Background: an optimization exercise with open tools, aiming at small area and few clock cycles per item. Do not read the settings as production practice.
Only simulation tests tie the RTL to the original design; equivalence was not proved.
No activity file was given, so power comes from the tool's default toggle rates.

`flow/design.v`:
```
module rs_c3_enc (
    input  wire        clk,
    input  wire        rst,
    input  wire        in_valid,
    output wire        in_ready,
    input  wire [15:0] in_data,
    output wire        out_valid,
    input  wire        out_ready,
    output wire [15:0] out_data,
    output wire        out_last
);
    localparam integer K    = 240;
    localparam integer NPAR = 16;
    reg [15:0] q [1:NPAR-1];
    reg [15:0] fbd;
    reg        emitting;    
    reg        flushing;    
    reg [7:0]  in_cnt;
    reg [3:0]  out_cnt;
    wire [15:0] qn [1:NPAR-1];
    wire [15:0] top;
    wire x0 = fbd[8] ^ fbd[15];
    wire x1 = fbd[9] ^ fbd[14];
    wire x2 = fbd[3] ^ fbd[11];
    wire x3 = fbd[4] ^ fbd[12];
    wire x4 = fbd[0] ^ x1;
    wire x5 = fbd[10] ^ x0;
    wire x6 = fbd[8] ^ fbd[13];
    wire x7 = fbd[2] ^ fbd[14];
    wire x8 = fbd[5] ^ fbd[15];
    wire x9 = fbd[7] ^ x6;
    wire x10 = fbd[1] ^ fbd[6];
    wire x11 = x4 ^ x10;
    wire x12 = fbd[0] ^ x8;
    wire x13 = fbd[11] ^ x7;
    wire x14 = fbd[1] ^ x5;
    wire x15 = x3 ^ x11;
    wire x16 = fbd[6] ^ fbd[12];
    wire x17 = fbd[15] ^ x16;
    wire x18 = fbd[11] ^ fbd[14];
    wire x19 = x8 ^ x18;
    wire x20 = x3 ^ x7;
    wire x21 = fbd[10] ^ x20;
    wire x22 = x2 ^ x3;
    wire x23 = fbd[2] ^ x22;
    wire x24 = x2 ^ x6;
    wire x25 = x12 ^ x24;
    wire x26 = fbd[5] ^ fbd[11];
    wire x27 = x24 ^ x26;
    wire x28 = x11 ^ x27;
    wire x29 = fbd[4] ^ fbd[14];
    wire x30 = x5 ^ x29;
    wire x31 = x6 ^ x30;
    wire x32 = fbd[3] ^ fbd[12];
    wire x33 = x1 ^ x32;
    wire x34 = x0 ^ x33;
    wire x35 = fbd[1] ^ fbd[8];
    wire x36 = fbd[9] ^ x35;
    wire x37 = x24 ^ x36;
    wire x38 = fbd[0] ^ fbd[7];
    wire x39 = x20 ^ x38;
    wire x40 = x30 ^ x39;
    wire x41 = x32 ^ x35;
    wire x42 = x27 ^ x41;
    wire x43 = fbd[2] ^ fbd[5];
    wire x44 = fbd[13] ^ x38;
    wire x45 = x43 ^ x44;
    wire x46 = x14 ^ x45;
    wire x47 = x6 ^ x21;
    wire x48 = x11 ^ x13;
    wire x49 = x34 ^ x39;
    wire x50 = x34 ^ x45;
    wire x51 = x21 ^ x46;
    wire x52 = x20 ^ x24;
    wire x53 = x8 ^ x51;
    wire x54 = fbd[6] ^ x52;
    wire x55 = x15 ^ x33;
    wire x56 = x12 ^ x30;
    wire x57 = x2 ^ x50;
    wire x58 = fbd[3] ^ x51;
    wire x59 = x36 ^ x51;
    wire x60 = x55 ^ x56;
    wire x61 = x28 ^ x29;
    wire x62 = fbd[10] ^ x49;
    wire x63 = x15 ^ x35;
    wire x64 = x26 ^ x49;
    wire x65 = x42 ^ x56;
    wire x66 = x24 ^ x43;
    wire x67 = x31 ^ x48;
    wire x68 = fbd[12] ^ x55;
    wire x69 = fbd[15] ^ x54;
    wire x70 = fbd[1] ^ x19;
    wire x71 = fbd[7] ^ x22;
    wire x72 = x25 ^ x60;
    wire x73 = x51 ^ x57;
    wire x74 = x32 ^ x38;
    wire x75 = fbd[13] ^ fbd[15];
    wire x76 = x41 ^ x56;
    wire x77 = fbd[2] ^ x60;
    wire x78 = x16 ^ x22;
    wire x79 = x48 ^ x59;
    wire x80 = fbd[10] ^ x50;
    wire x81 = x6 ^ x80;
    wire x82 = x54 ^ x56;
    wire x83 = x35 ^ x47;
    wire x84 = x15 ^ x53;
    wire x87 = x58 ^ x82;
    wire x88 = x10 ^ x13;
    wire x89 = x10 ^ x75;
    wire x90 = x47 ^ x89;
    wire x91 = x24 ^ x48;
    wire x92 = x1 ^ x54;
    wire x93 = x52 ^ x55;
    wire x94 = x0 ^ x40;
    wire x95 = x61 ^ x70;
    wire x96 = x11 ^ x95;
    wire x97 = x44 ^ x88;
    wire x98 = x63 ^ x88;
    wire x99 = x25 ^ x46;
    wire x100 = x52 ^ x62;
    wire x101 = x47 ^ x99;
    wire x102 = x49 ^ x53;
    wire x103 = x22 ^ x59;
    wire x104 = fbd[10] ^ x63;
    wire x105 = x37 ^ x104;
    wire x106 = fbd[14] ^ x53;
    wire x107 = x10 ^ x18;
    wire x108 = x49 ^ x78;
    wire x109 = x42 ^ x73;
    wire x115 = x34 ^ x68;
    wire x118 = fbd[7] ^ fbd[11];
    wire x119 = fbd[6] ^ fbd[8];
    wire x120 = fbd[7] ^ fbd[9];
    wire x121 = x10 ^ x38;
    wire x122 = x94 ^ x121;
    wire x124 = fbd[5] ^ x75;
    wire x125 = x75 ^ x119;
    wire x126 = fbd[11] ^ x119;
    wire x127 = x0 ^ x2;
    wire x128 = x57 ^ x92;
    wire x129 = x44 ^ x118;
    wire x130 = x19 ^ x63;
    wire x131 = x129 ^ x130;
    wire x133 = fbd[10] ^ x41;
    wire x134 = fbd[13] ^ x20;
    wire x135 = x9 ^ x74;
    wire x136 = fbd[0] ^ x5;
    wire x137 = x69 ^ x136;
    wire x138 = x29 ^ x121;
    wire x139 = fbd[15] ^ x22;
    wire x140 = x12 ^ x43;
    wire x141 = x22 ^ x45;
    wire x143 = x23 ^ x25;
    wire x144 = x84 ^ x143;
    wire x145 = x119 ^ x143;
    wire x146 = x75 ^ x136;
    wire x147 = x27 ^ x126;
    wire x148 = fbd[2] ^ x21;
    wire x149 = x48 ^ x76;
    wire x150 = fbd[5] ^ x30;
    wire x151 = x2 ^ x150;
    wire x152 = x65 ^ x151;
    wire x153 = x145 ^ x152;
    wire x154 = x56 ^ x120;
    wire x155 = x88 ^ x147;
    wire x156 = x97 ^ x135;
    wire x157 = fbd[2] ^ x46;
    wire x158 = x41 ^ x157;
    wire x159 = x34 ^ x47;
    wire x160 = x7 ^ x150;
    wire x161 = x101 ^ x160;
    wire x163 = x4 ^ x40;
    wire x164 = x83 ^ x97;
    wire x165 = x52 ^ x63;
    wire x166 = x10 ^ x60;
    wire x167 = x43 ^ x165;
    wire x168 = x76 ^ x122;
    wire x169 = x44 ^ x101;
    wire x170 = x11 ^ x128;
    wire x172 = x50 ^ x167;
    wire x175 = x16 ^ x107;
    wire x176 = x1 ^ x107;
    wire x178 = fbd[4] ^ x126;
    wire x179 = x134 ^ x178;
    wire x180 = x166 ^ x176;
    wire x184 = x9 ^ x88;
    wire x185 = x159 ^ x184;
    wire x186 = x66 ^ x70;
    wire x188 = x27 ^ x70;
    wire x190 = x37 ^ x89;
    wire x191 = x27 ^ x136;
    wire x194 = x21 ^ x125;
    wire x195 = x120 ^ x133;
    wire x200 = x49 ^ x147;
    wire x203 = x139 ^ x148;
    wire x204 = x15 ^ x186;
    wire x205 = x89 ^ x141;
    wire x208 = x28 ^ x74;
    wire x210 = x45 ^ x147;
    wire x211 = x78 ^ x81;
    wire x214 = x50 ^ x126;
    wire x215 = x139 ^ x179;
    wire x226 = x64 ^ x83;
    wire x227 = x63 ^ x127;
    wire x228 = x75 ^ x99;
    wire x232 = x88 ^ x90;
    wire x235 = fbd[7] ^ x80;
    wire x237 = x26 ^ x145;
    wire x242 = x24 ^ x82;
    wire x243 = fbd[1] ^ x160;
    wire x245 = fbd[5] ^ x154;
    wire x249 = x65 ^ x71;
    wire x259 = x94 ^ x135;
    wire x285 = x164 ^ x188;
    wire x287 = fbd[0] ^ x68;
    wire x291 = x73 ^ x118;
    wire x293 = x81 ^ x94;
    wire x294 = x127 ^ x195;
    wire x295 = x90 ^ x294;
    wire x297 = x68 ^ x154;
    wire x300 = x104 ^ x179;
    wire x315 = x242 ^ x295;
    wire x320 = fbd[3] ^ x60;
    wire x324 = x147 ^ x228;
    wire x332 = x47 ^ x103;
    wire x340 = x50 ^ x87;
    wire x353 = x293 ^ x294;
    wire x361 = x5 ^ x79;
    wire x368 = fbd[2] ^ fbd[3];
    wire x372 = fbd[2] ^ fbd[11];
    wire x373 = fbd[13] ^ x372;
    wire x374 = x74 ^ x373;
    wire x375 = fbd[8] ^ fbd[10];
    wire x376 = x1 ^ x375;
    wire x377 = x376 ^ x153;
    wire x381 = fbd[1] ^ fbd[5];
    wire x382 = fbd[13] ^ fbd[14];
    wire x383 = x381 ^ x382;
    wire x384 = x74 ^ x383;
    wire x385 = fbd[5] ^ fbd[12];
    wire x388 = fbd[7] ^ x43;
    wire x390 = fbd[2] ^ fbd[7];
    wire x393 = fbd[6] ^ fbd[7];
    wire x394 = fbd[15] ^ x393;
    wire x395 = x394 ^ x300;
    wire x396 = fbd[14] ^ x5;
    wire y0 = fbd[2] ^ q[1][0];
    wire y1 = x90 ^ y0;
    wire y2 = x15 ^ q[1][1];
    wire y3 = x79 ^ y2;
    wire y4 = x179 ^ q[1][2];
    wire y5 = x69 ^ y4;
    wire y6 = x67 ^ q[1][3];
    wire y7 = x109 ^ y6;
    wire y8 = x141 ^ q[1][4];
    wire y9 = x166 ^ y8;
    wire y10 = x4 ^ q[1][5];
    wire y11 = x152 ^ y10;
    wire y12 = x194 ^ q[1][6];
    wire y13 = x103 ^ q[1][7];
    wire y14 = x161 ^ q[1][8];
    wire y15 = x69 ^ q[1][9];
    wire y16 = fbd[10] ^ q[1][10];
    wire y17 = x73 ^ y16;
    wire y18 = x139 ^ q[1][11];
    wire y19 = x101 ^ y18;
    wire y20 = x61 ^ q[1][12];
    wire y21 = x164 ^ y20;
    wire y22 = x204 ^ q[1][13];
    wire y23 = x203 ^ y22;
    wire y24 = x226 ^ q[1][14];
    wire y25 = fbd[12] ^ q[1][15];
    wire y26 = x67 ^ y25;
    wire y27 = x151 ^ q[2][0];
    wire y28 = x130 ^ q[2][1];
    wire y29 = x49 ^ q[2][2];
    wire y30 = x93 ^ y29;
    wire y31 = x374 ^ q[2][3];
    wire y32 = x133 ^ q[2][4];
    wire y33 = x25 ^ y32;
    wire y34 = x93 ^ q[2][5];
    wire y35 = x138 ^ q[2][6];
    wire y36 = x204 ^ y35;
    wire y37 = fbd[14] ^ q[2][7];
    wire y38 = x159 ^ y37;
    wire y39 = x83 ^ q[2][8];
    wire y40 = x80 ^ y39;
    wire y41 = x100 ^ q[2][9];
    wire y42 = x79 ^ y41;
    wire y43 = x105 ^ q[2][10];
    wire y44 = x102 ^ y43;
    wire y45 = x232 ^ q[2][11];
    wire y46 = x127 ^ q[2][12];
    wire y47 = x106 ^ y46;
    wire y48 = x66 ^ q[2][13];
    wire y49 = x169 ^ y48;
    wire y50 = x71 ^ q[2][14];
    wire y51 = x79 ^ y50;
    wire y52 = x44 ^ q[2][15];
    wire y53 = x215 ^ y52;
    wire y54 = x129 ^ q[3][0];
    wire y55 = x49 ^ y54;
    wire y56 = x36 ^ q[3][1];
    wire y57 = x76 ^ y56;
    wire y58 = x205 ^ q[3][2];
    wire y59 = x232 ^ y58;
    wire y60 = x89 ^ q[3][3];
    wire y61 = x119 ^ q[3][4];
    wire y62 = x95 ^ y61;
    wire y63 = x124 ^ q[3][5];
    wire y64 = x65 ^ y63;
    wire y65 = x124 ^ q[3][6];
    wire y66 = x48 ^ y65;
    wire y67 = x139 ^ q[3][7];
    wire y68 = x87 ^ y67;
    wire y69 = x60 ^ q[3][8];
    wire y70 = x96 ^ y69;
    wire y71 = x50 ^ q[3][9];
    wire y72 = x165 ^ y71;
    wire y73 = x315 ^ q[3][10];
    wire y74 = x2 ^ q[3][11];
    wire y75 = x169 ^ y74;
    wire y76 = x75 ^ q[3][12];
    wire y77 = x67 ^ y76;
    wire y78 = x71 ^ q[3][13];
    wire y79 = x243 ^ y78;
    wire y80 = x92 ^ q[3][14];
    wire y81 = x135 ^ q[3][15];
    wire y82 = x154 ^ y81;
    wire y83 = x167 ^ q[4][0];
    wire y84 = x153 ^ y83;
    wire y85 = x77 ^ q[4][1];
    wire y86 = x121 ^ q[4][2];
    wire y87 = x25 ^ y86;
    wire y88 = x66 ^ q[4][3];
    wire y89 = x156 ^ y88;
    wire y90 = x62 ^ q[4][4];
    wire y91 = x77 ^ y90;
    wire y92 = x324 ^ q[4][5];
    wire y93 = x210 ^ q[4][6];
    wire y94 = x97 ^ q[4][7];
    wire y95 = x54 ^ y94;
    wire y96 = x29 ^ q[4][8];
    wire y97 = x165 ^ y96;
    wire y98 = x146 ^ q[4][9];
    wire y99 = x58 ^ y98;
    wire y100 = x293 ^ q[4][10];
    wire y101 = x67 ^ q[4][11];
    wire y102 = x55 ^ y101;
    wire y103 = x40 ^ q[4][12];
    wire y104 = x84 ^ y103;
    wire y105 = x249 ^ q[4][13];
    wire y106 = fbd[14] ^ q[4][14];
    wire y107 = x0 ^ y106;
    wire y108 = x98 ^ y107;
    wire y109 = x74 ^ q[4][15];
    wire y110 = x46 ^ y109;
    wire y111 = x320 ^ q[5][0];
    wire y112 = x108 ^ q[5][1];
    wire y113 = x61 ^ q[5][2];
    wire y114 = x53 ^ y113;
    wire y115 = x57 ^ q[5][3];
    wire y116 = x98 ^ y115;
    wire y117 = x17 ^ q[5][4];
    wire y118 = x122 ^ y117;
    wire y119 = fbd[2] ^ q[5][5];
    wire y120 = x2 ^ y119;
    wire y121 = fbd[8] ^ q[5][6];
    wire y122 = fbd[3] ^ y121;
    wire y123 = x3 ^ y122;
    wire y124 = x78 ^ q[5][7];
    wire y125 = x167 ^ y124;
    wire y126 = x25 ^ q[5][8];
    wire y127 = x53 ^ y126;
    wire y128 = x145 ^ q[5][9];
    wire y129 = x33 ^ q[5][10];
    wire y130 = x95 ^ y129;
    wire y131 = x36 ^ q[5][11];
    wire y132 = x96 ^ y131;
    wire y133 = x62 ^ q[5][12];
    wire y134 = x73 ^ y133;
    wire y135 = x98 ^ q[5][13];
    wire y136 = fbd[10] ^ q[5][14];
    wire y137 = fbd[9] ^ y136;
    wire y138 = x368 ^ y137;
    wire y139 = x42 ^ y138;
    wire y140 = fbd[12] ^ q[5][15];
    wire y141 = x137 ^ y140;
    wire y142 = x4 ^ q[6][0];
    wire y143 = x122 ^ y142;
    wire y144 = x228 ^ q[6][1];
    wire y145 = x80 ^ q[6][2];
    wire y146 = x79 ^ y145;
    wire y147 = x127 ^ q[6][3];
    wire y148 = x128 ^ y147;
    wire y149 = x388 ^ q[6][4];
    wire y150 = x396 ^ y149;
    wire y151 = x190 ^ q[6][5];
    wire y152 = x126 ^ q[6][6];
    wire y153 = x164 ^ y152;
    wire y154 = x78 ^ q[6][7];
    wire y155 = x61 ^ y154;
    wire y156 = fbd[8] ^ q[6][8];
    wire y157 = x390 ^ y156;
    wire y158 = x190 ^ y157;
    wire y159 = x99 ^ q[6][9];
    wire y160 = x98 ^ y159;
    wire y161 = x15 ^ q[6][10];
    wire y162 = x80 ^ y161;
    wire y163 = fbd[10] ^ q[6][11];
    wire y164 = x150 ^ y163;
    wire y165 = x9 ^ q[6][12];
    wire y166 = x66 ^ y165;
    wire y167 = x35 ^ q[6][13];
    wire y168 = x68 ^ y167;
    wire y169 = x34 ^ q[6][14];
    wire y170 = x58 ^ y169;
    wire y171 = fbd[2] ^ q[6][15];
    wire y172 = x320 ^ y171;
    wire y173 = fbd[0] ^ q[7][0];
    wire y174 = x7 ^ y173;
    wire y175 = x81 ^ y174;
    wire y176 = x21 ^ q[7][1];
    wire y177 = x179 ^ y176;
    wire y178 = x203 ^ q[7][2];
    wire y179 = x194 ^ q[7][3];
    wire y180 = x214 ^ y179;
    wire y181 = x49 ^ q[7][4];
    wire y182 = x48 ^ y181;
    wire y183 = x159 ^ q[7][5];
    wire y184 = x158 ^ y183;
    wire y185 = fbd[10] ^ q[7][6];
    wire y186 = x10 ^ y185;
    wire y187 = x27 ^ y186;
    wire y188 = x295 ^ q[7][7];
    wire y189 = x107 ^ q[7][8];
    wire y190 = x106 ^ y189;
    wire y191 = x138 ^ q[7][9];
    wire y192 = x131 ^ y191;
    wire y193 = x157 ^ q[7][10];
    wire y194 = x109 ^ y193;
    wire y195 = x237 ^ q[7][11];
    wire y196 = x226 ^ y195;
    wire y197 = x235 ^ q[7][12];
    wire y198 = x97 ^ q[7][13];
    wire y199 = x62 ^ y198;
    wire y200 = x140 ^ q[7][14];
    wire y201 = x315 ^ y200;
    wire y202 = x140 ^ q[7][15];
    wire y203 = x82 ^ y202;
    wire y204 = fbd[14] ^ q[8][0];
    wire y205 = x385 ^ y204;
    wire y206 = x259 ^ y205;
    wire y207 = x95 ^ q[8][1];
    wire y208 = x45 ^ q[8][2];
    wire y209 = x170 ^ y208;
    wire y210 = x106 ^ q[8][3];
    wire y211 = x195 ^ q[8][4];
    wire y212 = x300 ^ q[8][5];
    wire y213 = fbd[5] ^ q[8][6];
    wire y214 = fbd[0] ^ y213;
    wire y215 = x18 ^ y214;
    wire y216 = x133 ^ y215;
    wire y217 = x108 ^ q[8][7];
    wire y218 = x106 ^ y217;
    wire y219 = x155 ^ q[8][8];
    wire y220 = x53 ^ y219;
    wire y221 = fbd[8] ^ q[8][9];
    wire y222 = x61 ^ y221;
    wire y223 = x148 ^ q[8][10];
    wire y224 = x55 ^ y223;
    wire y225 = x152 ^ q[8][11];
    wire y226 = x120 ^ q[8][12];
    wire y227 = x28 ^ y226;
    wire y228 = x143 ^ q[8][13];
    wire y229 = x208 ^ y228;
    wire y230 = x47 ^ q[8][14];
    wire y231 = x58 ^ y230;
    wire y232 = x153 ^ q[8][15];
    wire y233 = x66 ^ q[9][0];
    wire y234 = x102 ^ y233;
    wire y235 = x83 ^ q[9][1];
    wire y236 = x115 ^ y235;
    wire y237 = x158 ^ q[9][2];
    wire y238 = x131 ^ q[9][3];
    wire y239 = x134 ^ q[9][4];
    wire y240 = x87 ^ y239;
    wire y241 = x12 ^ q[9][5];
    wire y242 = x57 ^ y241;
    wire y243 = x20 ^ q[9][6];
    wire y244 = x159 ^ y243;
    wire y245 = x129 ^ q[9][7];
    wire y246 = x30 ^ y245;
    wire y247 = x149 ^ q[9][8];
    wire y248 = x104 ^ q[9][9];
    wire y249 = x103 ^ y248;
    wire y250 = x259 ^ q[9][10];
    wire y251 = x242 ^ q[9][11];
    wire y252 = x388 ^ q[9][12];
    wire y253 = x65 ^ y252;
    wire y254 = x19 ^ q[9][13];
    wire y255 = x91 ^ y254;
    wire y256 = x163 ^ q[9][14];
    wire y257 = x55 ^ y256;
    wire y258 = x158 ^ q[9][15];
    wire y259 = x98 ^ y258;
    wire y260 = x119 ^ q[10][0];
    wire y261 = x76 ^ y260;
    wire y262 = x81 ^ q[10][1];
    wire y263 = x105 ^ y262;
    wire y264 = x291 ^ q[10][2];
    wire y265 = x10 ^ q[10][3];
    wire y266 = x20 ^ y265;
    wire y267 = x44 ^ q[10][4];
    wire y268 = x90 ^ y267;
    wire y269 = x41 ^ q[10][5];
    wire y270 = x57 ^ y269;
    wire y271 = fbd[3] ^ q[10][6];
    wire y272 = x90 ^ y271;
    wire y273 = x6 ^ q[10][7];
    wire y274 = x64 ^ y273;
    wire y275 = x135 ^ q[10][8];
    wire y276 = x59 ^ y275;
    wire y277 = x324 ^ q[10][9];
    wire y278 = x291 ^ y277;
    wire y279 = x146 ^ q[10][10];
    wire y280 = x95 ^ y279;
    wire y281 = x71 ^ q[10][11];
    wire y282 = x245 ^ y281;
    wire y283 = x140 ^ q[10][12];
    wire y284 = x161 ^ y283;
    wire y285 = fbd[14] ^ q[10][13];
    wire y286 = fbd[1] ^ y285;
    wire y287 = x237 ^ y286;
    wire y288 = x78 ^ q[10][14];
    wire y289 = x79 ^ y288;
    wire y290 = x215 ^ q[10][15];
    wire y291 = x34 ^ q[11][0];
    wire y292 = x65 ^ y291;
    wire y293 = x78 ^ q[11][1];
    wire y294 = x77 ^ y293;
    wire y295 = x50 ^ q[11][2];
    wire y296 = x185 ^ y295;
    wire y297 = x211 ^ q[11][3];
    wire y298 = x28 ^ q[11][4];
    wire y299 = x101 ^ y298;
    wire y300 = x45 ^ q[11][5];
    wire y301 = x122 ^ y300;
    wire y302 = x184 ^ q[11][6];
    wire y303 = x148 ^ q[11][7];
    wire y304 = x62 ^ y303;
    wire y305 = x87 ^ q[11][8];
    wire y306 = x3 ^ q[11][9];
    wire y307 = x64 ^ y306;
    wire y308 = fbd[15] ^ q[11][10];
    wire y309 = x1 ^ y308;
    wire y310 = x374 ^ y309;
    wire y311 = x64 ^ q[11][11];
    wire y312 = x131 ^ y311;
    wire y313 = x8 ^ q[11][12];
    wire y314 = x82 ^ y313;
    wire y315 = x101 ^ q[11][13];
    wire y316 = x1 ^ q[11][14];
    wire y317 = x143 ^ y316;
    wire y318 = x5 ^ q[11][15];
    wire y319 = x28 ^ y318;
    wire y320 = x94 ^ q[12][0];
    wire y321 = fbd[1] ^ q[12][1];
    wire y322 = x24 ^ y321;
    wire y323 = x245 ^ q[12][2];
    wire y324 = x249 ^ q[12][3];
    wire y325 = x235 ^ y324;
    wire y326 = x68 ^ q[12][4];
    wire y327 = x106 ^ y326;
    wire y328 = x120 ^ q[12][5];
    wire y329 = x29 ^ y328;
    wire y330 = fbd[5] ^ q[12][6];
    wire y331 = x136 ^ y330;
    wire y332 = x176 ^ q[12][7];
    wire y333 = x74 ^ q[12][8];
    wire y334 = x73 ^ y333;
    wire y335 = x148 ^ q[12][9];
    wire y336 = x155 ^ y335;
    wire y337 = x208 ^ q[12][10];
    wire y338 = fbd[15] ^ q[12][11];
    wire y339 = x105 ^ y338;
    wire y340 = x18 ^ q[12][12];
    wire y341 = x25 ^ y340;
    wire y342 = x115 ^ q[12][13];
    wire y343 = x83 ^ q[12][14];
    wire y344 = x59 ^ y343;
    wire y345 = x134 ^ q[12][15];
    wire y346 = x105 ^ y345;
    wire y347 = x44 ^ q[13][0];
    wire y348 = x168 ^ y347;
    wire y349 = x128 ^ q[13][1];
    wire y350 = x186 ^ q[13][2];
    wire y351 = x12 ^ q[13][3];
    wire y352 = x84 ^ y351;
    wire y353 = x163 ^ q[13][4];
    wire y354 = x58 ^ y353;
    wire y355 = x42 ^ q[13][5];
    wire y356 = x137 ^ y355;
    wire y357 = x205 ^ q[13][6];
    wire y358 = x45 ^ q[13][7];
    wire y359 = x68 ^ y358;
    wire y360 = x102 ^ q[13][8];
    wire y361 = x4 ^ q[13][9];
    wire y362 = x159 ^ y361;
    wire y363 = x109 ^ q[13][10];
    wire y364 = x46 ^ q[13][11];
    wire y365 = x84 ^ y364;
    wire y366 = x49 ^ q[13][12];
    wire y367 = x137 ^ y366;
    wire y368 = x100 ^ q[13][13];
    wire y369 = x16 ^ q[13][14];
    wire y370 = x72 ^ y369;
    wire y371 = x69 ^ q[13][15];
    wire y372 = x55 ^ y371;
    wire y373 = x243 ^ q[14][0];
    wire y374 = x148 ^ q[14][1];
    wire y375 = x149 ^ y374;
    wire y376 = x19 ^ q[14][2];
    wire y377 = x156 ^ y376;
    wire y378 = x104 ^ q[14][3];
    wire y379 = x58 ^ y378;
    wire y380 = x121 ^ q[14][4];
    wire y381 = x19 ^ y380;
    wire y382 = x50 ^ q[14][5];
    wire y383 = x28 ^ y382;
    wire y384 = x67 ^ q[14][6];
    wire y385 = x185 ^ y384;
    wire y386 = x92 ^ q[14][7];
    wire y387 = x93 ^ y386;
    wire y388 = x141 ^ q[14][8];
    wire y389 = x96 ^ y388;
    wire y390 = x91 ^ q[14][9];
    wire y391 = x210 ^ q[14][10];
    wire y392 = x211 ^ y391;
    wire y393 = x191 ^ q[14][11];
    wire y394 = x205 ^ y393;
    wire y395 = x188 ^ q[14][12];
    wire y396 = x45 ^ q[14][13];
    wire y397 = x59 ^ y396;
    wire y398 = x191 ^ q[14][14];
    wire y399 = x118 ^ q[14][15];
    wire y400 = x138 ^ y399;
    wire y401 = x4 ^ q[15][0];
    wire y402 = x14 ^ q[15][1];
    wire y403 = x13 ^ q[15][2];
    wire y404 = x34 ^ q[15][3];
    wire y405 = x31 ^ q[15][4];
    wire y406 = x19 ^ q[15][5];
    wire y407 = x17 ^ q[15][6];
    wire y408 = x9 ^ q[15][7];
    wire y409 = x15 ^ q[15][8];
    wire y410 = x46 ^ q[15][9];
    wire y411 = x23 ^ q[15][10];
    wire y412 = x28 ^ q[15][11];
    wire y413 = x40 ^ q[15][12];
    wire y414 = x37 ^ q[15][13];
    wire y415 = x21 ^ q[15][14];
    wire y416 = x25 ^ q[15][15];
    assign qn[1][0] = x214;
    assign qn[1][1] = x285;
    assign qn[1][2] = x287;
    assign qn[1][3] = x227;
    assign qn[1][4] = x377;
    assign qn[1][5] = x332;
    assign qn[1][6] = x340;
    assign qn[1][7] = x361;
    assign qn[1][8] = x237;
    assign qn[1][9] = x384;
    assign qn[1][10] = x175;
    assign qn[1][11] = x178;
    assign qn[1][12] = x200;
    assign qn[1][13] = x297;
    assign qn[1][14] = x395;
    assign qn[1][15] = x353;
    assign qn[2][0] = y1;
    assign qn[2][1] = y3;
    assign qn[2][2] = y5;
    assign qn[2][3] = y7;
    assign qn[2][4] = y9;
    assign qn[2][5] = y11;
    assign qn[2][6] = y12;
    assign qn[2][7] = y13;
    assign qn[2][8] = y14;
    assign qn[2][9] = y15;
    assign qn[2][10] = y17;
    assign qn[2][11] = y19;
    assign qn[2][12] = y21;
    assign qn[2][13] = y23;
    assign qn[2][14] = y24;
    assign qn[2][15] = y26;
    assign qn[3][0] = y27;
    assign qn[3][1] = y28;
    assign qn[3][2] = y30;
    assign qn[3][3] = y31;
    assign qn[3][4] = y33;
    assign qn[3][5] = y34;
    assign qn[3][6] = y36;
    assign qn[3][7] = y38;
    assign qn[3][8] = y40;
    assign qn[3][9] = y42;
    assign qn[3][10] = y44;
    assign qn[3][11] = y45;
    assign qn[3][12] = y47;
    assign qn[3][13] = y49;
    assign qn[3][14] = y51;
    assign qn[3][15] = y53;
    assign qn[4][0] = y55;
    assign qn[4][1] = y57;
    assign qn[4][2] = y59;
    assign qn[4][3] = y60;
    assign qn[4][4] = y62;
    assign qn[4][5] = y64;
    assign qn[4][6] = y66;
    assign qn[4][7] = y68;
    assign qn[4][8] = y70;
    assign qn[4][9] = y72;
    assign qn[4][10] = y73;
    assign qn[4][11] = y75;
    assign qn[4][12] = y77;
    assign qn[4][13] = y79;
    assign qn[4][14] = y80;
    assign qn[4][15] = y82;
    assign qn[5][0] = y84;
    assign qn[5][1] = y85;
    assign qn[5][2] = y87;
    assign qn[5][3] = y89;
    assign qn[5][4] = y91;
    assign qn[5][5] = y92;
    assign qn[5][6] = y93;
    assign qn[5][7] = y95;
    assign qn[5][8] = y97;
    assign qn[5][9] = y99;
    assign qn[5][10] = y100;
    assign qn[5][11] = y102;
    assign qn[5][12] = y104;
    assign qn[5][13] = y105;
    assign qn[5][14] = y108;
    assign qn[5][15] = y110;
    assign qn[6][0] = y111;
    assign qn[6][1] = y112;
    assign qn[6][2] = y114;
    assign qn[6][3] = y116;
    assign qn[6][4] = y118;
    assign qn[6][5] = y120;
    assign qn[6][6] = y123;
    assign qn[6][7] = y125;
    assign qn[6][8] = y127;
    assign qn[6][9] = y128;
    assign qn[6][10] = y130;
    assign qn[6][11] = y132;
    assign qn[6][12] = y134;
    assign qn[6][13] = y135;
    assign qn[6][14] = y139;
    assign qn[6][15] = y141;
    assign qn[7][0] = y143;
    assign qn[7][1] = y144;
    assign qn[7][2] = y146;
    assign qn[7][3] = y148;
    assign qn[7][4] = y150;
    assign qn[7][5] = y151;
    assign qn[7][6] = y153;
    assign qn[7][7] = y155;
    assign qn[7][8] = y158;
    assign qn[7][9] = y160;
    assign qn[7][10] = y162;
    assign qn[7][11] = y164;
    assign qn[7][12] = y166;
    assign qn[7][13] = y168;
    assign qn[7][14] = y170;
    assign qn[7][15] = y172;
    assign qn[8][0] = y175;
    assign qn[8][1] = y177;
    assign qn[8][2] = y178;
    assign qn[8][3] = y180;
    assign qn[8][4] = y182;
    assign qn[8][5] = y184;
    assign qn[8][6] = y187;
    assign qn[8][7] = y188;
    assign qn[8][8] = y190;
    assign qn[8][9] = y192;
    assign qn[8][10] = y194;
    assign qn[8][11] = y196;
    assign qn[8][12] = y197;
    assign qn[8][13] = y199;
    assign qn[8][14] = y201;
    assign qn[8][15] = y203;
    assign qn[9][0] = y206;
    assign qn[9][1] = y207;
    assign qn[9][2] = y209;
    assign qn[9][3] = y210;
    assign qn[9][4] = y211;
    assign qn[9][5] = y212;
    assign qn[9][6] = y216;
    assign qn[9][7] = y218;
    assign qn[9][8] = y220;
    assign qn[9][9] = y222;
    assign qn[9][10] = y224;
    assign qn[9][11] = y225;
    assign qn[9][12] = y227;
    assign qn[9][13] = y229;
    assign qn[9][14] = y231;
    assign qn[9][15] = y232;
    assign qn[10][0] = y234;
    assign qn[10][1] = y236;
    assign qn[10][2] = y237;
    assign qn[10][3] = y238;
    assign qn[10][4] = y240;
    assign qn[10][5] = y242;
    assign qn[10][6] = y244;
    assign qn[10][7] = y246;
    assign qn[10][8] = y247;
    assign qn[10][9] = y249;
    assign qn[10][10] = y250;
    assign qn[10][11] = y251;
    assign qn[10][12] = y253;
    assign qn[10][13] = y255;
    assign qn[10][14] = y257;
    assign qn[10][15] = y259;
    assign qn[11][0] = y261;
    assign qn[11][1] = y263;
    assign qn[11][2] = y264;
    assign qn[11][3] = y266;
    assign qn[11][4] = y268;
    assign qn[11][5] = y270;
    assign qn[11][6] = y272;
    assign qn[11][7] = y274;
    assign qn[11][8] = y276;
    assign qn[11][9] = y278;
    assign qn[11][10] = y280;
    assign qn[11][11] = y282;
    assign qn[11][12] = y284;
    assign qn[11][13] = y287;
    assign qn[11][14] = y289;
    assign qn[11][15] = y290;
    assign qn[12][0] = y292;
    assign qn[12][1] = y294;
    assign qn[12][2] = y296;
    assign qn[12][3] = y297;
    assign qn[12][4] = y299;
    assign qn[12][5] = y301;
    assign qn[12][6] = y302;
    assign qn[12][7] = y304;
    assign qn[12][8] = y305;
    assign qn[12][9] = y307;
    assign qn[12][10] = y310;
    assign qn[12][11] = y312;
    assign qn[12][12] = y314;
    assign qn[12][13] = y315;
    assign qn[12][14] = y317;
    assign qn[12][15] = y319;
    assign qn[13][0] = y320;
    assign qn[13][1] = y322;
    assign qn[13][2] = y323;
    assign qn[13][3] = y325;
    assign qn[13][4] = y327;
    assign qn[13][5] = y329;
    assign qn[13][6] = y331;
    assign qn[13][7] = y332;
    assign qn[13][8] = y334;
    assign qn[13][9] = y336;
    assign qn[13][10] = y337;
    assign qn[13][11] = y339;
    assign qn[13][12] = y341;
    assign qn[13][13] = y342;
    assign qn[13][14] = y344;
    assign qn[13][15] = y346;
    assign qn[14][0] = y348;
    assign qn[14][1] = y349;
    assign qn[14][2] = y350;
    assign qn[14][3] = y352;
    assign qn[14][4] = y354;
    assign qn[14][5] = y356;
    assign qn[14][6] = y357;
    assign qn[14][7] = y359;
    assign qn[14][8] = y360;
    assign qn[14][9] = y362;
    assign qn[14][10] = y363;
    assign qn[14][11] = y365;
    assign qn[14][12] = y367;
    assign qn[14][13] = y368;
    assign qn[14][14] = y370;
    assign qn[14][15] = y372;
    assign qn[15][0] = y373;
    assign qn[15][1] = y375;
    assign qn[15][2] = y377;
    assign qn[15][3] = y379;
    assign qn[15][4] = y381;
    assign qn[15][5] = y383;
    assign qn[15][6] = y385;
    assign qn[15][7] = y387;
    assign qn[15][8] = y389;
    assign qn[15][9] = y390;
    assign qn[15][10] = y392;
    assign qn[15][11] = y394;
    assign qn[15][12] = y395;
    assign qn[15][13] = y397;
    assign qn[15][14] = y398;
    assign qn[15][15] = y400;
    assign top[0] = y401;
    assign top[1] = y402;
    assign top[2] = y403;
    assign top[3] = y404;
    assign top[4] = y405;
    assign top[5] = y406;
    assign top[6] = y407;
    assign top[7] = y408;
    assign top[8] = y409;
    assign top[9] = y410;
    assign top[10] = y411;
    assign top[11] = y412;
    assign top[12] = y413;
    assign top[13] = y414;
    assign top[14] = y415;
    assign top[15] = y416;
    wire        take  = in_valid && !emitting;
    wire        shift = emitting && (out_ready || flushing);
    wire        en    = take || shift;
    wire [15:0] fb    = (in_data ^ top) & {16{!emitting}};
    integer k;
    always @(posedge clk) begin
        if (en) begin
            fbd  <= fb;
            for (k = 1; k < NPAR; k = k + 1) q[k] <= qn[k];
        end
    end
    always @(posedge clk) begin
        if (rst) begin
            emitting <= 1'b1;
            flushing <= 1'b1;
            in_cnt   <= 8'd0;
            out_cnt  <= 4'd0;
        end else if (take) begin
            if (in_cnt == K - 1) begin
                in_cnt   <= 8'd0;
                emitting <= 1'b1;
            end else begin
                in_cnt <= in_cnt + 8'd1;
            end
        end else if (shift) begin
            if (out_cnt == NPAR - 1) begin
                out_cnt  <= 4'd0;
                emitting <= 1'b0;
                flushing <= 1'b0;
            end else begin
                out_cnt <= out_cnt + 4'd1;
            end
        end
    end
    assign in_ready  = !emitting;
    assign out_valid = emitting && !flushing;
    assign out_data  = top;
    assign out_last  = out_cnt == NPAR - 1;
endmodule
```
`flow/flow/run.sh`:
```
#!/bin/bash
# The standard layout (standard.sh) with two changes:
#  - ABC maps the logic with an area-oriented structural mapping (&nf) (flow/abc.script), so
#    the XOR network written in the RTL is kept as it is;
#  - extra ORFS make variables from flow/extra.sh (placement/CTS options).
# Each tool's output goes to the ORFS logs under orfs/logs; make's own output
# goes to make.log.
set -euo pipefail
HERE=$(pwd)
cat > my_synth.tcl <<EOF
proc abc {args} {
  set i [lsearch -exact \$args -script]
  if {\$i >= 0} { set args [lreplace \$args [expr {\$i+1}] [expr {\$i+1}] $HERE/flow/abc.script] }
  yosys abc {*}\$args
}
source $HERE/synth_recipe.tcl
EOF
{
  cat flow/extra.sh
  sed -e "s#SYNTH_SCRIPT=[^ ]*#SYNTH_SCRIPT=$HERE/my_synth.tcl#" \
      -e 's#"\${@:-finish}"#"${EXTRA[@]}" "${@:-finish}"#' standard.sh
} > my_standard.sh
bash my_standard.sh > make.log 2>&1
```
`flow/flow/abc.script`:
```
&get -n
&st
&dch -f
&nf -R 1000
&put
```
`flow/flow/extra.sh`:
```
EXTRA=("BUFFER_PORTS_ARGS=-buffer_cell sky130_fd_sc_hd__buf_1" "CTS_ARGS=-sink_clustering_enable -repair_clock_nets -dont_use_dummy_load -sink_clustering_size 20 -sink_clustering_max_diameter 100")
```
`flow/standard.sh`:
```
#!/bin/bash
# synth_recipe.tcl (not shown) runs the flow's synth.tcl, then flattens the netlist and writes it again
# the make line also repeats each setting of config.mk as NAME=value (left out here)
make -C /OpenROAD-flow-scripts/flow DESIGN_CONFIG=/design/flow/config.mk WORK_HOME=/design/flow/orfs CLKGATE_MAP_FILE= SYNTH_SCRIPT=/design/flow/synth_recipe.tcl "${@:-finish}"
```
`flow/config.mk`:
```
export PLATFORM = sky130hd
export DESIGN_NAME = rs_c3_enc
export DESIGN_NICKNAME = rs_c3_enc
export VERILOG_FILES = /design/flow/design.v
export SDC_FILE = /design/flow/constraint.sdc
export NUM_CORES = 4
export LEC_CHECK = 0
export CAP_MARGIN = 20
export CORE_MARGIN = 2
export CORE_UTILIZATION = 55
export PLACE_DENSITY = 0.7
export SETUP_SLACK_MARGIN = 0.1
export SLEW_MARGIN = 20
```
`flow/constraint.sdc`:
```
create_clock -name core_clock -period 4.0 [get_ports {clk}]
set_input_delay 0.8000 -clock core_clock [delete_from_list [all_inputs] [get_ports {clk}]]
set_output_delay 0.8000 -clock core_clock [all_outputs]
set_load 0.01 [all_outputs]
```
==> results of run 1 <==
-- worst max-delay path, delay by kind of cell (launching register included) --
| kind | cells | cell delay [ns] |
|---|---|---|
| xor gates and xnor gates | 7 | 2.51 |
| buffers and inverters | 2 | 0.52 |
| DFF | 1 | 0.57 |
-- synthesized netlist by cell type, types with 2 or more instances --
master / n
edfxtp_1: 256
nor3b_1: 2
and3_1: 4
nand2_1: 5
xnor2_1: 473
nor2_1: 26
buf_4: 16
nor3_1: 3
ha_1: 2
a21oi_1: 6
a21o_1: 2
xor2_1: 187
dfxtp_1: 14
-- flip-flops by register name (all words and copies together), names as in the netlist --
name / count
in_cnt: 8
emitting: 1
out_cnt: 4
q: 240
flushing: 1
fbd: 16
-- area by class of cell --
type,count,area (sq um),share of cell area [%]
multi-input cells,720,6250,38.8
well taps,330,413,2.56
inverters,1,3.75,0.0233
flip-flops and latches,270,7970,49.5
clock buffers,17,425,2.64
repair buffers,151,1040,6.46
-- power groups by stage --
stage	Combinational (mW)	Clock [mW]	Sequential, mW
after global routing	0.171	1.79	3.16
final	0.158	1.69	3.16
after CTS	0.157	1.71	3.16
after detailed placement	0.156	0	3.22
after global placement	0.153	0	3.22
after floorplan	0.121	0	3.20
-- per-layer routing --
metal | global-route usage [%] | vias up
met3 | 6.23 | 90
met2 | 50.6 | 375
met1 | 46.8 | 4164
li1 | - | 3620
met5 | 0 | -
met4 | 11.9 | 0
-- worst paths after layout --
path                                        startpoint                     end  slack (ns)  cells past startpoint
worst max-delay path                 fbd[14]$_DFFE_PP_      q[15][7]$_DFFE_PP_        0.14                      9
worst min-delay path            in_cnt[7]$_SDFFE_PP0P_  in_cnt[7]$_SDFFE_PP0P_        0.50                      1
worst max register to register       fbd[14]$_DFFE_PP_      q[15][7]$_DFFE_PP_        0.14                      9
worst min register to register  in_cnt[7]$_SDFFE_PP0P_  in_cnt[7]$_SDFFE_PP0P_        0.50                      1
-- cells in the final DEF, fill, tap and decap left out, types with 2 or more instances in the layout --
cell type,n
a21o_1,2
a21oi_1,6
and3_1,4
buf_1,38
buf_12,4
buf_4,109
clkbuf_16,17
dfxtp_1,14
edfxtp_1,256
ha_1,2
nand2_1,5
nor2_1,26
nor3_1,3
nor3b_1,2
xnor2_1,463
xnor2_2,8
xnor2_4,2
xor2_1,179
xor2_2,8
-- repair_timing --
item / CTS / global route
pin swaps: 1 / 0
hold endpoints to repair: 0 / 0
setup endpoints to repair: 1 / 8
resized for setup: 1 / 5
buffers inserted: 1 / 0
-- cell families after synthesis --
kind of cell / after synthesis / synth area share (%)
AOI/OAI and AO/OA: 12 / 0.529
xor gates and xnor gates: 660 / 40.7
adders and majority gates: 2 / 0.176
buffers and inverters: 17 / 0.873
DFF: 270 / 56.2
muxes: 1 / 0.0706
and+or+nand+nor: 45 / 1.44
==> impl_results.md, run 1 <==
- Clock Latency Late Sink: around 0.53 ns
- P_leak: 6.48 nW
- Worst-Margin Slew: ~0.95 ns
- Synth Warn #: 2
- Final #Nets: about 1200
- Synthesized area: 14200 sq um
- WL per Instance: a little under 30 um
- Clk Tree Root Cell: clkbuf_16
- Critical Path RT: 4.24 ns
- Placer congestion estimate: roughly 1
- Max IR drop VDD: just over 0.0004 V
- Max Cap Viol: 0
- Post-place setup slack: between 0.1 and 0.15 ns
- Fillers: 1945
- Core Rows: just under 60
- Synth cell types: 24
- PD cells: ~310 nW/um^2
- Switching pwr: around 1.0 mW
- Worst path cell trace: xor2_2, xnor2_2, xor2_1, xnor2_2, buf_4, xor2_2, buf_4, xor2_1, xnor2_1
- Met2 Wirelength: ~19 mm
- Iteration-0 DRC count of the detailed router: around 1200
- Seq pwr share: a little over three fifths
- Die ar.: 27100 sq um
- Die Y: 165 um
- Routed via count: 8249
- Reg clk slew, reported paths: 0.10 ns
- PnR Total Power: between 5 and 6 mW
- Port buffer count: 38
- DR top layer: met4
- # H-tree levels: 1
- Startpoint Class: flip-flop
- Crit Path Max Fanout: 7
- Final period util: roughly 97%
- Post-synth EDFFs: 256
- Largest net degree at the start of global routing: 74
- Switching share of power: 20.8%
- Post-route cell area: 16100 sq um
- Clk_skew: ~0.044 ns
- Fmax achieved: 0.259 GHz
- Slew HR: between 30% and 40%
- Worst setup EP type: flip-flop
- # DRC: 0
- Syn Inst Count: between 1000 and 1500
- Fraction of the yosys area taken by sequential cells: a little under three fifths
- DIE WIDTH: around 160 um
- Initial antenna violation count: 0
- Max-slew violations: 0
- Unrepaired setup endpoints after global routing: false
- Post-route insts no fill: between 1000 and 1500
- # placed instances: between 1000 and 1500
- Post-synth top flop: edfxtp_1
- Hold WS: about 0.50 ns
- CTS hold repair buffers: 0
- ANT cells: 0
- CTS max path bufs: 3
- CTS Sinks: 270
- Final hold violation count: 0
- Post-Route Setup TNS: 0 ns
- Status: no timing/DRC/antenna violations
- Comb pwr share: roughly 3.2%
- Post-synth ARST share: 0%
- Setup violations, final: 0
- Post-DRT Antenna Nets: 0
- Tmin final: slightly below 4 ns
- Crit path DAT: approximately 4.1 ns
- Slowest cell on crit path: edfxtp_1
- Top cells by area, synth: edfxtp_1 54%, xnor2_1 29%, xor2_1 12%
- Grt ovf: 0
- Utilization after layout: 63.8%
- Final WL: around 43 mm
- First-pass GRT wire length: about 60 mm
- Register bit count reported by yosys: 270
- Clock share of power: 33.8%
- Mapped Avg Cell Area: ~14 sq um
- Post-synth top area cell: edfxtp_1
- WS Path Type: flip-flop to flip-flop
- Final worst slack: 0.137 ns
- Layout area overhead: 13.5%
- Wl on met1: about 19 mm
- Synth top area share: between 50% and 60%
- Vias in the first global route: 7874
- CTS Buf Count: 17
- GR Util All Layers: between 30% and 40%
- DRT Pass-1 Iters: 5
- Placed cell area: approximately 16000 sq um
- Via density: around 5.5
- Int Power: around 4.0 mW
- Max incr delay on CP: 0.57 ns
- DP Wirelength: 33.3 mm
- Core Area: 25300 sq um
- IO Pins: 39
- Share of cells above drive strength 1: between 10% and 20%
- Initial Util: approximately 56%
- Post-Syn Nets: about 1000
- Hold Crit Class: flip-flop to flip-flop
- CTS tree: yes
- Met3 Wirelength: approximately 3.0 mm
Testbench counts, summed over its fixed seeds: cycles 49,280, words 192.
==> run 2: changes to the inputs <==
--- a/flow/design.v
+++ b/flow/design.v
@@ -9,14 +9,12 @@
     output wire [15:0] out_data,
     output wire        out_last
 );
-    localparam integer K    = 240;
     localparam integer NPAR = 16;
     reg [15:0] q [1:NPAR-1];
     reg [15:0] fbd;
-    reg        emitting;    
+    reg [7:0]  cnt;
     reg        flushing;    
-    reg [7:0]  in_cnt;
-    reg [3:0]  out_cnt;
+    wire       emitting = &cnt[7:4];
     wire [15:0] qn [1:NPAR-1];
     wire [15:0] top;
     wire x0 = fbd[8] ^ fbd[15];
@@ -930,29 +928,15 @@
     end
     always @(posedge clk) begin
         if (rst) begin
-            emitting <= 1'b1;
+            cnt      <= 8'd240;
             flushing <= 1'b1;
-            in_cnt   <= 8'd0;
-            out_cnt  <= 4'd0;
-        end else if (take) begin
-            if (in_cnt == K - 1) begin
-                in_cnt   <= 8'd0;
-                emitting <= 1'b1;
-            end else begin
-                in_cnt <= in_cnt + 8'd1;
-            end
-        end else if (shift) begin
-            if (out_cnt == NPAR - 1) begin
-                out_cnt  <= 4'd0;
-                emitting <= 1'b0;
-                flushing <= 1'b0;
-            end else begin
-                out_cnt <= out_cnt + 4'd1;
-            end
+        end else if (en) begin
+            cnt <= cnt + 8'd1;
+            if (&cnt) flushing <= 1'b0;
         end
     end
     assign in_ready  = !emitting;
     assign out_valid = emitting && !flushing;
     assign out_data  = top;
-    assign out_last  = out_cnt == NPAR - 1;
+    assign out_last  = &cnt;
 endmodule
--- a/flow/config.mk
+++ b/flow/config.mk
@@ -9,5 +9,5 @@
 export CORE_MARGIN = 2
 export CORE_UTILIZATION = 55
 export PLACE_DENSITY = 0.7
-export SETUP_SLACK_MARGIN = 0.1
+export SETUP_SLACK_MARGIN = 0.05
 export SLEW_MARGIN = 20
==> impl_results.md, run 2 <==
- Top cells by area, synth: edfxtp_1 55%, xnor2_1 29%, xor2_1 12%
- Worst R2R End: q[1][15]$_DFFE_PN_
- Biggest register: q
- Max IR drop VDD: around 0.00032 V
- Fraction of the yosys area taken by sequential cells: ~56%
- Comb pwr share: 6.3%
- Seq pwr share: 62.1%
- Post-Syn Nets: between 1000 and 1500
- Hold Crit Class: flip-flop to flip-flop
- Setup violations, final: 0
- Synthesized area: 14000 sq um
- Worst-Margin Slew: roughly 1.1 ns
- Most frequent cells after synthesis: 458 x xnor2_1, 256 x edfxtp_1, 184 x xor2_1
- Register bit count reported by yosys: 265
- Switching pwr: approximately 1.2 mW
- Post-synth top flop: edfxtp_1
- CTS tree: yes
- Routed via count: between 7000 and 8000
- Post-DRT Antenna Nets: 0
- DIE WIDTH: 163 um
- Crit path launch: fbd[14]$_DFFE_PN_
- Hold WS: between 0.4 and 0.5 ns
- PnR Total Power: around 5.3 mW
- PD cells: 334 nW/um^2
- Share of cells above drive strength 1: 13.4%
- Synth top area share: 55.1%
- Die ar.: roughly 27000 sq um
- Reg2Reg Depth: 11
- CTS Buf Count: 17
- P_leak: 6.44 nW
- Most frequent cells in the layout: 450 x xnor2_1, 256 x edfxtp_1, 180 x xor2_1, 116 x buf_4, 38 x buf_1
- Unrepaired setup endpoints after global routing: true
- Layout area overhead: 13.5%
- Largest net degree at the start of global routing: around 110
- Die Y: ~160 um
- Clock share of power: between 30% and 40%
- Iteration-0 DRC count of the detailed router: 1154
- Final worst slack: between 0.1 and 0.15 ns
- Flop2flop setup slack: around 0.25 ns
- Critical Path RT: between 3 and 4 ns
- Most common cell after layout, fill and taps aside: xnor2_1
- Max Cap Viol: 0
- Mapped Avg Cell Area: ~14 sq um
- Post-route insts no fill: about 1500
- DRT Pass-1 Iters: 5
- Synth cell types: 19
- Clock Latency Late Sink: 0.53 ns
- Via density: 5.38
- Slew HR: between 20% and 30%
- Syn Inst Count: 988
- CTS hold repair buffers: 0
- Core Area: between 20000 and 30000 sq um
- Grt ovf: 0
- Post-synth ARST share: 0%
- Crit Path Max Fanout: 6
- Placer congestion estimate: 0.993
- Worst setup EP type: output port
- Synth Warn #: 2
- Post-Route Setup TNS: 0 ns
- Tmin final: about 3.9 ns
- CP Capture Point: out_data[11]
- # DRC: 0
- Clk Tree Root Cell: clkbuf_16
- Final #Nets: 1168
- Port buffer count: 38
- WS Path Type: flip-flop to output port
- First-pass GRT wire length: approximately 57 mm
- Switching share of power: roughly 22%
- Top-count cell post-synth: xnor2_1
- R2r startpoint: fbd[12]$_DFFE_PN_
- DP Wirelength: roughly 31 mm
- IO Pins: 39
- GR Util All Layers: 31.5%
- WL per Instance: about 28 um
- CTS Sinks: 265
- CTS max path bufs: 3
- Fmax achieved: 0.259 GHz
- Core Rows: 58
- Post-synth top area cell: edfxtp_1
- # placed instances: roughly 1500
- Max FFs per register: 240
- Post-place setup slack: around 0.32 ns
- Post-synth EDFFs: between 200 and 300
- Vias in the first global route: around 7600
- Int Power: 4.12 mW
- Final hold violation count: 0
- Hold_sp: cnt[6]$_SDFFE_PP1N_
- Status: no timing/DRC/antenna violations
- Final period util: 96.4%
- # H-tree levels: 1
- Top Registers: q (240), fbd (16), cnt (8)
- Reg clk slew, reported paths: approximately 0.09 ns
- Final WL: ~41 mm
- Clk_skew: between 0.03 and 0.04 ns
- Crit path DAT: around 3.1 ns
- Initial Util: 55.7%
- Startpoint Class: flip-flop
- Initial antenna violation count: 2
- Max-slew violations: 0
==> run 2: changes by cell type in the layout (fill, tap and decap cells not counted), moves of 7 or more <==
| cell | before | now |
|---|---|---|
| xnor2_1 | 463 | 450 |
| o21ai_0 | 1 | 20 |
| dfxtp_1 | 14 | 6 |
| buf_4 | 109 | 116 |
| nor2_1 | 26 | 4 |
| a21oi_1 | 6 | 22 |
==> run 2: repair_timing <==
action,CTS,global route
buffers inserted,2,6
setup endpoints to repair,2,2
pin swaps,0,2
gates resized for setup,1,0
==> run 2: logic make-up (layout without fill, tap and decap cells) <==
kind of cell	Yosys count	after routing	synth area share (%)
XOR/XNOR	642	642	40.3
flip-flops	265	265	56.4
AO/OA/AOI/OAI	45	45	1.63
buffers and inverters	19	176	0.942
AND/OR/NAND/NOR	15	15	0.565
adder cells (fa/ha/maj)	1	1	0.0897
multiplexers	1	1	0.0718
other	0	1	0
==> run 2: worst min path at each step <==
stage / cells past startpoint / endpoint
final: 1 / cnt[6]$_SDFFE_PP1N_
after global routing: 1 / cnt[6]$_SDFFE_PP1N_
after CTS: 1 / cnt[6]$_SDFFE_PP1N_
after detailed placement: 1 / cnt[6]$_SDFFE_PP1N_
after global placement: 1 / cnt[6]$_SDFFE_PP1N_
after floorplan: 1 / cnt[6]$_SDFFE_PP1N_
==> run 2: area by class of cell <==
class	count	area, sq um
fill	1989	9200
sequential	265	7870
multi-input combinational	704	6060
timing repair buffer	156	1050
clock buffer	17	425
tap	330	413
inverter	3	11.3
antenna	1	2.50
==> run 2: routing by layer <==
layer  vias up  share of wire (%)  track usage (%)
li1       3597                  -                -
met1      3917                 42             44.4
met2       350                 45             48.5
met3        77                8.4             5.94
met4         0                4.7             12.0
met5         -                  0                0
==> run 2: power by group through the flow <==
stage	Clock [mW]	Sequential, mW	Combinational [mW]
after floorplan	0	3.31	0.269
after global placement	0	3.34	0.324
after detailed placement	0	3.35	0.330
after CTS	1.69	3.28	0.332
after global routing	1.76	3.30	0.360
final	1.67	3.29	0.335
==> run 2: critical path, cell delays in order, from the launching register on <==
cell	delay (ns)
edfxtp_1	0.52
xor2_2	0.42
xnor2_1	0.22
xor2_1	0.30
buf_4	0.26
xnor2_2	0.14
buf_4	0.27
xor2_1	0.23
buf_1	0.18
==> run 2: per-stage QoR <==
step           instance area, sq um  util, %
2_1_floorplan                 14000        -
3_3_place_gp                  15300     61.2
3_5_place_dp                  15300     61.3
4_1_cts                       15800     63.1
5_1_grt                       15800     63.2
6_report                      15800     63.3
Testbench counts of run 2, summed over its fixed seeds: cycles 49,280, words 192.
==> run 3: changes to the inputs <==
--- a/flow/config.mk
+++ b/flow/config.mk
@@ -9,5 +9,4 @@
 export CORE_MARGIN = 2
 export CORE_UTILIZATION = 55
 export PLACE_DENSITY = 0.7
-export SETUP_SLACK_MARGIN = 0.05
 export SLEW_MARGIN = 20
==> impl_results.md, run 3 <==
- DRT Pass-1 Iters: 7
- Startpoint Class: flip-flop
- Biggest register: q
- Initial antenna violation count: 0
- Clock Latency Late Sink: about 0.52 ns
- Most frequent cells in the layout: 448 x xnor2_1, 256 x edfxtp_1, 181 x xor2_1, 106 x buf_4, 38 x buf_1
- Max-slew violations: 0
- Post-synth top area cell: edfxtp_1
- Top-count cell post-synth: xnor2_1
- Post-Route Setup TNS: 0 ns
- Crit path DAT: just over 3 ns
- WS Path Type: flip-flop to output port
- Fraction of the yosys area taken by sequential cells: 56.4%
- ANT cells: 0
- Tmin final: about 3.9 ns
- Setup violations, final: 0
- # H-tree levels: 1
- Clk_skew: ~0.044 ns
- Most common cell after layout, fill and taps aside: xnor2_1
- Max FFs per register: between 200 and 250
- Die Y: about 160 um
- Most frequent cells after synthesis: 458 x xnor2_1, 256 x edfxtp_1, 184 x xor2_1
- Core Rows: between 50 and 60
- DP Wirelength: 33.4 mm
- Mapped Avg Cell Area: about 14 sq um
- Placer congestion estimate: ~1.0
- Grt ovf: 0
- Port buffer count: 38
- CTS tree: yes
- Synth Warn #: 2
- Max Cap Viol: 0
- Critical Path RT: about 3.2 ns
- First-pass GRT wire length: around 60 mm
- Crit Path Max Fanout: 6
- Hold Crit Class: flip-flop to flip-flop
- Post-synth top flop: edfxtp_1
- CTS max path bufs: 3
- Core Area: approximately 25000 sq um
- Vias in the first global route: ~8000
- CTS hold repair buffers: 0
- Multi-input logic area: around 6100 sq um
- Largest net degree at the start of global routing: 68
- Hold WS: about 0.45 ns
- Synth top area share: a little under three fifths
- PD cells: 333 nW/um^2
- Final #Nets: around 1200
- WL per Instance: approximately 30 um
- Layout area overhead: 13.4%
- Post-DRT Antenna Nets: 0
- CTS Sinks: 265
- DIE WIDTH: roughly 160 um
- Iteration-0 DRC count of the detailed router: 905
- P_leak: 6.41 nW
- Worst-Margin Slew: around 1.1 ns
- Slew HR: a little over a quarter
- Unrepaired setup endpoints after global routing: false
- Status: no timing/DRC/antenna violations
- Synth cell types: 19
- Max IR drop VDD: roughly 0.0003 V
- PnR Total Power: ~5.3 mW
- Final WL: 43.4 mm
- CTS Buf Count: 17
- Final period util: a little over nine tenths
- IO Pins: 39
- Syn Inst Count: between 900 and 1000
- Die ar.: 26700 sq um
- Register bit count reported by yosys: 265
- Post-synth ARST share: 0%
- Synthesized area: between 10000 and 15000 sq um
- Routed via count: 8125
- Clk Tree Root Cell: clkbuf_16
- Top Registers: q (240), fbd (16), cnt (8)
- Initial Util: 55.7%
- Top cells by area, synth: edfxtp_1 55%, xnor2_1 29%, xor2_1 12%
- Fillers: a little under 2000
- Post-synth EDFFs: between 200 and 300
- Post-Syn Nets: 1009
- Storage cell area: 7870 sq um
- GR Util All Layers: around 33%
- # DRC: 0
- Final hold violation count: 0
- Via density: between 5 and 6
- Setup bufs post-CTS: 0
- Share of cells above drive strength 1: between 10% and 20%
- CTS resizes: 1
- Reg clk slew, reported paths: ~0.09 ns
- Fmax achieved: about 0.26 GHz
- Worst setup EP type: output port
[run 3: cell counts after synthesis]
No cell type changed its count.
[run 3: through the flow]
step	setup WS, ns	cell area (sq um)	cells	util, %
2_1_floorplan	-2.43	14000	988	-
3_3_place_gp	0.195	15300	1450	61.3
3_5_place_dp	0.117	15400	1450	61.3
4_1_cts	0.0892	15800	1467	63.1
5_1_grt	0.0160	15800	1467	63.2
6_report	0.122	15800	1467	63.2
[run 3: kinds of logic after synthesis]
family,synth area share (%)
buffers and inverters,0.942
DFF,56.4
xor gates and xnor gates,40.3
AOI/OAI and AO/OA,1.63
adders and majority gates,0.0897
muxes,0.0718
and+or+nand+nor,0.565
[run 3: layout make-up]
type / count / area share (%)
timing repair buffer: 148 / 6.44
clock buffer: 17 / 2.69
sequential: 265 / 49.8
multi-input combinational: 704 / 38.4
tap: 330 / 2.61
inverter: 3 / 0.0712
[run 3: path summary, 6_finish.rpt]
| check | to | slack, ns | depth (start not counted) | from |
|---|---|---|---|---|
| worst max-delay path | out_data[12] | 0.12 | 8 | fbd[14]$_DFFE_PN_ |
| worst min-delay path | cnt[6]$_SDFFE_PP1N_ | 0.45 | 1 | cnt[6]$_SDFFE_PP1N_ |
| worst max register to register | q[5][0]$_DFFE_PN_ | 0.28 | 9 | fbd[14]$_DFFE_PN_ |
| worst min register to register | cnt[6]$_SDFFE_PP1N_ | 0.45 | 1 | cnt[6]$_SDFFE_PP1N_ |
[run 3: critical path, cell delays in order, from the launching register on]
cell and delay, ns:
edfxtp_1 0.64, buf_4 0.28, xor2_1 0.33, xnor2_2 0.25, buf_4 0.20, xor2_1 0.26, buf_4 0.25, xnor2_1 0.17
buf_1 0.18
[run 3: layer usage]
metal / global-route usage [%] / wire (um) / vias to the layer above / part of all wire, %
li1: - / - / 3596 / -
met1: 48.2 / 18800 / 4114 / 43
met2: 53.4 / 20200 / 353 / 46
met3: 4.75 / 3220 / 62 / 7.4
met4: 9.37 / 1220 / 0 / 2.8
met5: 0 / 0 / - / 0
[run 3: power by group]
group | switching, mW | total (mW) | internal, mW
clock | 0.891 | 1.65 | 0.759
sequential | 0.0889 | 3.28 | 3.19
combinational | 0.171 | 0.340 | 0.169
==> run 4: changes to the inputs <==
--- a/flow/config.mk
+++ b/flow/config.mk
@@ -9,4 +9,5 @@
 export CORE_MARGIN = 2
 export CORE_UTILIZATION = 55
 export PLACE_DENSITY = 0.7
+export SETUP_SLACK_MARGIN = 0.1
 export SLEW_MARGIN = 20
==> impl_results.md, run 4 <==
- Share of cells above drive strength 1: 14.5%
- CTS max path bufs: 3
- Clock share of power: approximately a third
- Most frequent cells in the layout: 443 x xnor2_1, 256 x edfxtp_1, 180 x xor2_1, 122 x buf_4, 38 x buf_1
- Hold_sp: cnt[6]$_SDFFE_PP1N_
- Post-synth top area cell: edfxtp_1
- Worst-Margin Slew: around 1.1 ns
- Synth top area share: 55.1%
- Grt ovf: 0
- Via density: between 5 and 6
- Core Area: between 20000 and 30000 sq um
- Final WL: around 43 mm
- CTS hold repair buffers: 0
- Final #Nets: 1175
- Hold Crit Class: flip-flop to flip-flop
- Max incr delay on CP: around 0.63 ns
- Register bit count reported by yosys: approximately 270
- Switching pwr: between 1 and 1.5 mW
- Crit path launch: fbd[11]$_DFFE_PN_
- Placer congestion estimate: between 1 and 1.5
- Synth Warn #: 2
- Crit path DAT: 3.03 ns
- Post-synth top flop: edfxtp_1
- DIE WIDTH: 163 um
- Worst path cell trace: xnor2_1, xnor2_1, buf_4, xnor2_2, buf_4, xnor2_4, xor2_1, buf_1
- R2r startpoint: fbd[3]$_DFFE_PN_
- GR Util All Layers: approximately 33%
- Post-Syn Nets: 1009
- WL per Instance: slightly below 30 um
- Int Power: slightly above 4 mW
- Switching share of power: roughly 22%
- Critical Path RT: 3.20 ns
- Mapped Avg Cell Area: around 14 sq um
- Routed via count: 8243
- Seq pwr share: about three fifths
- Synth cell types: 19
- Most common cell after layout, fill and taps aside: xnor2_1
- Layout area overhead: 14.4%
- Clk_skew: approximately 0.040 ns
- Synthesized area: between 10000 and 15000 sq um
- Unrepaired setup endpoints after global routing: true
- P_leak: ~6.5 nW
- CTS Sinks: ~270
- Fmax achieved: 0.261 GHz
- CTS tree: yes
- Setup violations, final: 0
- Post-synth ARST share: 0%
- Post-Route Setup TNS: 0 ns
- CTS Buf Count: 17
- Post-route insts no fill: roughly 1500
- CP top delay family: XOR/XNOR gates
- # DRC: 0
- Die ar.: 26700 sq um
- # H-tree levels: 1
- Fillers: about 2000
- WS Path Type: flip-flop to output port
- Slew HR: ~28%
- Max FFs per register: 240
- Largest net degree at the start of global routing: 85
- Initial antenna violation count: 0
- Tmin final: about 3.8 ns
- Max IR drop VDD: 0.000313 V
- Final period util: 95.8%
- Crit Path Max Fanout: 6
- Clk Tree Root Cell: clkbuf_16
- Top cells by area, synth: edfxtp_1 55%, xnor2_1 29%, xor2_1 12%
- Most frequent cells after synthesis: 458 x xnor2_1, 256 x edfxtp_1, 184 x xor2_1
- Vias in the first global route: about 8000
- Worst setup EP type: output port
- First-pass GRT wire length: 60.0 mm
- DRT Pass-1 Iters: 6
- Reg clk slew, reported paths: roughly 0.080 ns
- Post-DRT Antenna Nets: 0
- ANT cells: 0
- Biggest register: q
- IO Pins: 39
- DP Wirelength: between 30 and 40 mm
- Die Y: ~160 um
- Max Cap Viol: 0
- CP Buf/Inv Count: 3
- Comb pwr share: around 6.5%
- Startpoint Class: flip-flop
- Clock Latency Late Sink: roughly 0.52 ns
- Fraction of the yosys area taken by sequential cells: 56.4%
- Core Rows: 58
- Max-slew violations: 0
- Port buffer count: 38
- Slowest cell on crit path: edfxtp_1
- # placed instances: roughly 1500
- PD cells: 332 nW/um^2
- Syn Inst Count: 988
- Status: no timing/DRC/antenna violations
- Utilization after layout: ~64%
- Iteration-0 DRC count of the detailed router: between 900 and 1000
- Initial Util: approximately 56%
- Top-count cell post-synth: xnor2_1
- Final hold violation count: 0
- Post-synth EDFFs: about 260
- Top Registers: q (240), fbd (16), cnt (8)
## run 4: power groups by stage
stage,clock network [mW],registers [mW],logic [mW]
after global routing,1.76,3.30,0.369
after global placement,0,3.34,0.334
after detailed placement,0,3.34,0.338
final,1.68,3.29,0.344
after floorplan,0,3.31,0.269
after CTS,1.69,3.28,0.340
## run 4: cell families (layout without fill, tap and decap cells)
| family | count (synthesis) | in the layout | share of synthesized area, % |
|---|---|---|---|
| compound gates | 45 | 45 | 1.63 |
| xor+xnor | 642 | 642 | 40.3 |
| fa+ha+maj | 1 | 1 | 0.0897 |
| buf+inv | 19 | 183 | 0.942 |
| flops | 265 | 265 | 56.4 |
| mux | 1 | 1 | 0.0718 |
| simple gates | 15 | 15 | 0.565 |
## run 4: final timing paths
path,end,cells past startpoint,slack [ns]
setup reg to reg,q[3][9]$_DFFE_PN_,11,0.23
hold / removal,cnt[6]$_SDFFE_PP1N_,1,0.45
setup / recovery,out_data[11],8,0.17
hold reg to reg,cnt[6]$_SDFFE_PP1N_,1,0.45
## run 4: per-layer routing
metal | GRT usage, % | wire length (um) | vias to the layer above
met3 | 5.38 | 3610 | 75
met2 | 52.3 | 19600 | 403
met1 | 48.2 | 18400 | 4151
met5 | 0 | 0 | -
li1 | - | - | 3614
met4 | 9.73 | 1540 | 0
## run 4: cell type report
class | instances | area (sq um) | share of cell area (%)
inverter | 3 | 11.3 | 0.0705
multi-input combinational | 704 | 6120 | 38.4
timing repair buffer | 163 | 1120 | 7.01
clock buffer | 17 | 425 | 2.66
tap | 330 | 413 | 2.59
sequential | 265 | 7870 | 49.3
## run 4: timing repair
| item | in CTS | in global routing |
|---|---|---|
| gates resized for setup | 4 | 3 |
| setup buffers | 0 | 4 |
| endpoints found under the setup margin | 5 | 8 |
## run 4: stage by stage
stage / hold WS (ns) / setup WS [ns] / instance area (sq um) / power (mW)
after global placement: 0.437 / 0.00403 / 15400 / 3.68
final: 0.451 / 0.168 / 16000 / 5.31
after global routing: 0.472 / 0.0824 / 16000 / 5.43
after floorplan: 0.424 / -2.43 / 14100 / 3.58
after CTS: 0.455 / 0.105 / 15900 / 5.31
after detailed placement: 0.441 / 0.0333 / 15500 / 3.68

afterwards: timing with drivers on the ports:
The results above use ideal ports. As a check the final layouts listed here were re-extracted and re-timed, cells and wires unchanged. Step 1, drivers: a clkbuf_16 drives clk and a buf_2 each remaining input, both assumed. Step 2 adds t to the input delays and takes it off the output delays; t is the mean of the earliest and latest rising clock arrival at the registers after step 1. Input paths then give back, and output paths get back, about the clock's delay inside the block. Three values: ideal, step 1, step 2; two values: the first two.
run | shift t [ns] | slack for setup (ns) | hold WS [ns] | worst setup path at the end | worst register clock-pin slew, ns
run 1 | 0.556 | 0.137 / 0.120 / 0.137 | 0.496 / 0.496 / 0.496 | register to register | 0.10 / 0.10
run 2 | 0.556 | 0.144 / 0.094 / 0.254 | 0.460 / 0.460 / 0.460 | register to register | 0.09 / 0.09
run 3 | 0.546 | 0.122 / 0.073 / 0.284 | 0.447 / 0.447 / 0.447 | register to register | 0.09 / 0.09
run 4 | 0.548 | 0.168 / 0.116 / 0.231 | 0.451 / 0.451 / 0.451 | register to register | 0.10 / 0.10
After both steps setup and hold are still met in every run listed.
